Source: an optimization exercise on an open RTL-to-GDS flow (aim: small area, a short achievable clock period and few clock cycles per item). Production flows keep margins and buffers that such runs may drop.
No functional check of the RTL was part of this run.
No activity file was given, so power comes from the tool's default toggle rates.

$ cat flow/design.v
module integ_lane (
    input  wire        clk,
    input  wire [31:0] k,         
    input  wire [31:0] x,         
    output wire        bad_k,     
    input  wire [63:0] q,         
    output wire [63:0] q_next,    
    output reg         bad_x3,    
    output wire        ovf3       
);
    wire [7:0] ek = k[30:23];
    wire [7:0] ex = x[30:23];
    wire       nk = |ek;
    wire       nx = |ex;
    assign bad_k = &ek;
    wire   bad_x = &ex;
    wire [23:0] mk = {nk, k[22:0]};
    wire [23:0] mx = {nx, x[22:0]};
    wire [47:0] prod = mk * mx;
    wire [8:0]        e_sum = {1'b0, ek[7:1], ek[0] | ~nk} + {1'b0, ex[7:1], ex[0] | ~nx};
    wire signed [9:0] t     = $signed({1'b0, e_sum}) - 10'sd219;
    wire              neg   = k[31] ^ x[31];
    wire both_n = nk & nx;
    wire pow2   = ~|k[22:0] & ~|x[22:0];
    wire ovf_a  = both_n & ((t > 10'sd66) | ((t == 10'sd66) & ~(neg & pow2)));
    wire at65   = both_n & (t == 10'sd65);
    wire [6:0] tc = t[9] ? 7'd0 : t[6:0];
    reg [47:0] p2;
    reg [6:0]  t2;
    reg        neg2, ovf_a2, at65_2, bad_x2;
    always @(posedge clk) begin
        p2     <= prod;
        t2     <= tc;
        neg2   <= neg;
        ovf_a2 <= ovf_a;
        at65_2 <= at65;
        bad_x2 <= bad_x;
    end
    wire [113:0] w     = {66'd0, p2} << t2;
    wire [63:0]  ipart = w[112:49];
    wire         guard = w[48];
    reg  [47:0]  below;           
    integer i;
    always @(*)
        for (i = 0; i < 48; i = i + 1)
            below[i] = ({1'b0, t2} + 8'(i)) < 8'd48;
    wire sticky = |(p2 & below);
    wire rnd    = guard & (sticky | ipart[0]);
    wire d_ovf  = ovf_a2 | (at65_2 & p2[47]);
    reg [63:0] b3;
    reg        cin3, neg3, d_ovf3;
    always @(posedge clk) begin
        b3     <= ipart ^ {64{neg2}};
        cin3   <= neg2 ^ rnd;
        neg3   <= neg2;
        d_ovf3 <= d_ovf;
        bad_x3 <= bad_x2;
    end
    assign q_next = q + b3 + {63'd0, cin3};
    wire sum_ovf = (q[63] == neg3) && (q_next[63] != q[63]);
    assign ovf3 = d_ovf3 | sum_ovf;
endmodule
module integ4 (
    input  wire         clk,
    input  wire         rst,         
    input  wire         in_valid,
    output wire         in_ready,
    input  wire         in_rst,      
    input  wire [127:0] in_x,        
    input  wire [127:0] in_gain,     
    input  wire [255:0] in_q0,       
    output reg          out_valid,
    output reg  [1:0]   out_cause,   
    output reg  [1:0]   out_elem,    
    output wire [255:0] out_q        
);
    reg [31:0] gain [0:3];
    reg [63:0] q    [0:3];
    reg         rdy, stall;
    reg [127:0] x1;
    reg [127:0] pgain;
    reg [255:0] pq0;
    reg         v1, v2, v3, r1, r2, r3;
    assign in_ready = rdy;
    wire fire = in_valid & rdy;
    always @(posedge clk) begin
        x1 <= in_x;
        if (rdy) begin
            pgain <= in_gain;
            pq0   <= in_q0;
        end
        r1 <= in_rst;
        r2 <= r1;
        r3 <= r2;
        if (rst) begin
            v1    <= 1'b0;
            v2    <= 1'b0;
            v3    <= 1'b0;
            stall <= 1'b0;
            rdy   <= 1'b1;
        end else begin
            v1    <= fire;
            v2    <= v1;
            v3    <= v2;
            stall <= fire & in_rst;
            rdy   <= ~(fire & in_rst) & ~stall;
        end
    end
    wire [63:0] q_next [0:3];
    wire [3:0]  bad_k, bad_x3, ovf3;
    reg  [3:0]  bad_k2, bad_k3;
    genvar c;
    generate
        for (c = 0; c < 4; c = c + 1) begin : ch
            wire [31:0] k_use = r1 ? pgain[32*c +: 32] : gain[c];
            wire [63:0] q_use = r3 ? pq0[64*c +: 64]   : q[c];
            integ_lane lane (
                .clk    (clk),
                .k      (k_use),
                .x      (x1[32*c +: 32]),
                .bad_k  (bad_k[c]),
                .q      (q_use),
                .q_next (q_next[c]),
                .bad_x3 (bad_x3[c]),
                .ovf3   (ovf3[c])
            );
            assign out_q[64*c +: 64] = q[c];
        end
    endgenerate
    always @(posedge clk) begin
        bad_k2 <= bad_k & {4{r1}};
        bad_k3 <= bad_k2;
    end
    reg [1:0] cause, elem;
    integer i;
    always @(*) begin
        cause = 2'd0;
        elem  = 2'd0;
        if (bad_k3 != 4'd0) begin
            cause = 2'd3;
            for (i = 3; i >= 0; i = i - 1)
                if (bad_k3[i]) elem = i[1:0];
        end else begin
            for (i = 3; i >= 0; i = i - 1) begin
                if (bad_x3[i]) begin
                    cause = 2'd1;
                    elem  = i[1:0];
                end else if (ovf3[i]) begin
                    cause = 2'd2;
                    elem  = i[1:0];
                end
            end
        end
    end
    integer j;
    always @(posedge clk) begin
        out_cause <= cause;
        out_elem  <= elem;
        if (rst) begin
            out_valid <= 1'b0;
            for (j = 0; j < 4; j = j + 1) begin
                gain[j] <= 32'd0;
                q[j]    <= 64'd0;
            end
        end else begin
            out_valid <= v3;
            if (v3 && cause == 2'd0) begin
                for (j = 0; j < 4; j = j + 1) begin
                    q[j] <= q_next[j];
                    if (r3) gain[j] <= pgain[32*j +: 32];
                end
            end
        end
    end
endmodule
$ cat flow/run.sh
#!/bin/bash
# synth_recipe.tcl (not shown) runs the flow's synth.tcl, then flattens the netlist and writes it again
# the make line also repeats each setting of config.mk as NAME=value (left out here)
make -C /OpenROAD-flow-scripts/flow DESIGN_CONFIG=/design/flow/config.mk WORK_HOME=/design/flow/orfs CLKGATE_MAP_FILE= SYNTH_SCRIPT=/design/flow/synth_recipe.tcl finish
$ cat flow/config.mk
export PLATFORM = sky130hd
export DESIGN_NAME = integ4
export DESIGN_NICKNAME = integ4
export VERILOG_FILES = /design/flow/design.v
export SDC_FILE = /design/flow/constraint.sdc
export NUM_CORES = 4
export LEC_CHECK = 0
export CAP_MARGIN = 20
export CORE_MARGIN = 2
export CORE_UTILIZATION = 40
export SLEW_MARGIN = 20
$ cat flow/constraint.sdc
create_clock -name core_clock -period 22.0 [get_ports {clk}]
set_input_delay 4.4000 -clock core_clock [delete_from_list [all_inputs] [get_ports {clk}]]
set_output_delay 4.4000 -clock core_clock [all_outputs]
set_load 0.01 [all_outputs]
==> out/metrics.cfg <==
[outcome]
status = finished with violations
failed_checks = antenna violations

[clock_network]
cts_made_buffers = 183
cts_tree = done
cts_buffer_depth = 4
postCtsHoldBufs = 0
postCtsSetupBuffers = 0
clockRootBuffer = clkbuf_16
clock-sinks = 1425
clk_transition_reported_paths_ns = 0.06
htreeDepth = 4
clkLatencyLatePin_ns = 0.94
post_cts_resized = 0

[grt]
grtUsageTotal_pct = 27.8
antenna_found_initial = 55
grt_max_degree = 141
grt_pass1_wl_um = 848000
grt_pass1_vias = 130000
gr-total-overflow = 0

[setup_path]
worst_path_largest_cell_delay_ns = 0.88
cp-end-kind = register
critical_path_class = register to register
reg2reg_from = r1$_DFF_P_
path_common_cell = fa_1
rr_worst_depth = 31
path_max_fanout = 118
cp.arrival_ns = 10.54
r2r-end = ch[3].lane.p2[43]$_DFF_P_
slowest_stage = or4_1
r2r_slack_ns = 12.29
start_kind = register
worstPathRequired_ns = 22.84

[min_path]
hold_path_class = register to register
hold_path_depth = 0
min-delay-start = ch[3].lane.bad_x2$_DFF_P_
holdPathEnd = ch[3].lane.bad_x3$_DFF_P_

[detailed_routing]
num_vias = 132000
vias_per_cell = 5.59
dr.pass1.iters = 6
antenna_left = 1
drt_iter0_drc = 12700
drc = 0
wl_um = 571000
wire_per_inst_um = 24.1

[die]
start_util_pct = 40.1
row_count = 231
die_x_um = 634
io_pins = 778
core_um2 = 395000
die_h_um = 634
die_area_um2 = 402000

[place]
io_buffers = 777
dp_hpwl_um = 435000
postPlaceCellArea_um2 = 171000
gp_congestion = 0.993

[synth]
synth_edf_count = 384
seq_area_frac_synth_pct = 20.4
synth-seq-cells = 1425
avgSynthCellArea_um2 = 8.73
yosys-top-cells-area = fa_1 (25%), dfxtp_1 (13%), ha_1 (8.1%)
syn_nets = 21700
synthesis.area_um2 = 159000
syn_inst = 18200
async_reset_ff_share_pct = 0
synth_flop_cell = dfxtp_1
synthDistinctLibCells = 100
yosysWarningCount = 6
synth_largest_area_cell = fa_1
synth_top_area_share_pct = 24.5

[timing]
setup_viol = 0
finalHoldViolations = 0
fin_tns_setup_ns = 0
whs_ns = 0.332
period_share_pct = 44.1
fmax_ghz = 0.103
min_period_ns = 9.71
worst_slew_pin_slew_ns = 1.17
slew_violations = 0
rsz0062_at_grt = false
max_slew_margin_pct = 21.8
finClkSkew_ns = 0.0876

[cells_and_area]
fin_area_um2 = 177000
mostFrequentLayoutCells = nand2_1 (3002), inv_1 (2309), fa_1 (1944)
num-fill-cells = 39000
drive_gt1_share_pct = 6.38
nets = 21700
layout_commonest_cell = nand2_1
synthToLayoutAreaGrowth_pct = 11.5

[power_and_ir_drop]
powerDensity_nw_per_um2 = 148
peakVddDrop_mv = 0.232
power.share.clock_pct = 12.1
swShare_pct = 50.5
power_leakage_nw = 78.1
internal-power_mw = 13.0
p_sw_mw = 13.2
power_frac_comb_pct = 72.4
power_frac_seq_pct = 15.5

[flow_run]
maxCapViolCount = 0

==> per-layer routing <==
metal | up-vias | global-route usage [%] | wire length [µm]
met5 | - | 0 | 204
met4 | 30 | 12.3 | 28100
met3 | 1161 | 4.79 | 46800
met2 | 5950 | 43.2 | 251000
met1 | 65500 | 38.1 | 245000
li1 | 59800 | - | -
==> per-stage QoR <==
step / utilization, % / worst slack (ns) / total power, mW / cells
floorplan: - / 8.83 / 17.6 / 18200
global placement: 43.1 / 12.33 / 22.7 / 23300
detailed placement: 43.1 / 12.27 / 22.8 / 23300
CTS: 44.7 / 12.31 / 26.1 / 23600
global route: 44.7 / 11.67 / 28.6 / 23700
finish: 44.8 / 12.29 / 26.2 / 23700
==> critical path: cells and delay by family (launching register included) <==
family                     cells  cell delay (ns)
AOI/OAI and AO/OA              8             2.00
xor gates and xnor gates       1             0.15
adders and majority gates      8             3.53
buffers and inverters          6             0.77
DFF                            1             0.51
muxes                          1             0.43
and+or+nand+nor                7             2.18
==> worst max-delay path by stage <==
stage / from / end / slack (ns)
finish: r1$_DFF_P_ / ch[3].lane.p2[43]$_DFF_P_ / 12.29
global route: r1$_DFF_P_ / ch[3].lane.p2[43]$_DFF_P_ / 11.67
CTS: r1$_DFF_P_ / ch[3].lane.p2[43]$_DFF_P_ / 12.31
detailed placement: r1$_DFF_P_ / ch[3].lane.p2[43]$_DFF_P_ / 12.27
global placement: r1$_DFF_P_ / ch[3].lane.p2[47]$_DFF_P_ / 12.33
floorplan: rdy$_SDFF_PP1_ / in_ready / 8.83
==> cell usage after synthesis, types with 38 or more instances <==
master    instances
nand3_1         169
nor2b_1         100
dfxtp_1        1041
nor4_1           79
a21oi_1        1155
nand2b_1         64
buf_2            82
inv_1          2313
nand4_1         114
o21bai_1         86
ha_1           1024
and2_1          929
mux4_2          134
clkbuf_1        848
a211oi_1        139
nand2_1        3003
and3_1           53
xor2_1          259
xnor2_1         462
o21ai_0         561
o22ai_1         197
o211ai_1         48
fa_1           1944
nor2_1          894
nor3_1          125
or3_1            38
edfxtp_1        384
o21a_1           75
a31oi_1         154
a22oi_1          82
mux2_2          405
buf_1           161
mux2i_1         229
a21o_1          245
==> layout make-up <==
class	instances	area, µm²	area share [%]
multi-input combinational	13300	113000	64.1
clock buffer	240	5180	2.93
timing repair buffer	990	9420	5.33
clock inverter	97	1130	0.637
tap	5242	6560	3.71
antenna	39	97.6	0.0552
sequential	1425	32500	18.3
inverter	2321	8710	4.92
==> registers in the layout, summed over array words and instances (netlist names), 2 cells and up <==
register        count
ch.lane.cin3        4
pgain             128
bad_k3              4
ch.lane.p2        192
ch.lane.at65_2      4
ch.lane.ovf_a2      4
ch.lane.bad_x2      4
ch.lane.bad_x3      4
out_elem            2
ch.lane.neg3        4
ch.lane.b3        256
bad_k2              4
x1                128
gain              128
out_cause           2
ch.lane.t2         28
pq0               256
q                 256
ch.lane.d_ovf3      4
ch.lane.neg2        4
==> power groups by stage <==
stage                     logic, mW  registers, mW  clock network, mW
final                          18.9           4.05               3.18
after global routing           21.2           4.06               3.35
after CTS                      18.9           4.02               3.26
after detailed placement       18.7           4.07                  0
after global placement         18.7           4.08                  0
after floorplan                13.9           3.69                  0
==> cells by family (layout without fill, tap and decap cells) <==
group	after synthesis	after routing	share of synthesized area, %
other cells	0	39	0
mux	768	768	6.22
compound gates	3194	3194	12.5
xor+xnor	721	721	3.98
flops	1425	1425	20.4
buf+inv	3423	3648	8.19
fa+ha+maj	2974	2974	32.6
simple gates	5674	5674	16.1

## port drivers added, routing unchanged
The results above use ideal ports. As a check the final layout listed here was re-extracted and re-timed, cells and wires unchanged. Step 1, drivers: a clkbuf_16 drives clk and a buf_2 each remaining input, both assumed. Step 2 moves the port delays by t, midway between the first and last clock arrival at a register: inputs arrive t later, outputs are due t later. That takes back most of the time a late clock gives input paths. a / b / c = ideal ports / drivers / drivers and shift; a / b = the first two.
t (ns): 0.990
slack for setup (ns): 12.292 / 12.292 / 12.292
worst hold slack (ns): 0.332 / 0.332 / 0.332
worst setup path after step 2: register to register
pins driven straight from the clock port: 1
For this run, drivers alone change the setup slack by 0.000 ns; drivers and shift together by 0.000 ns.
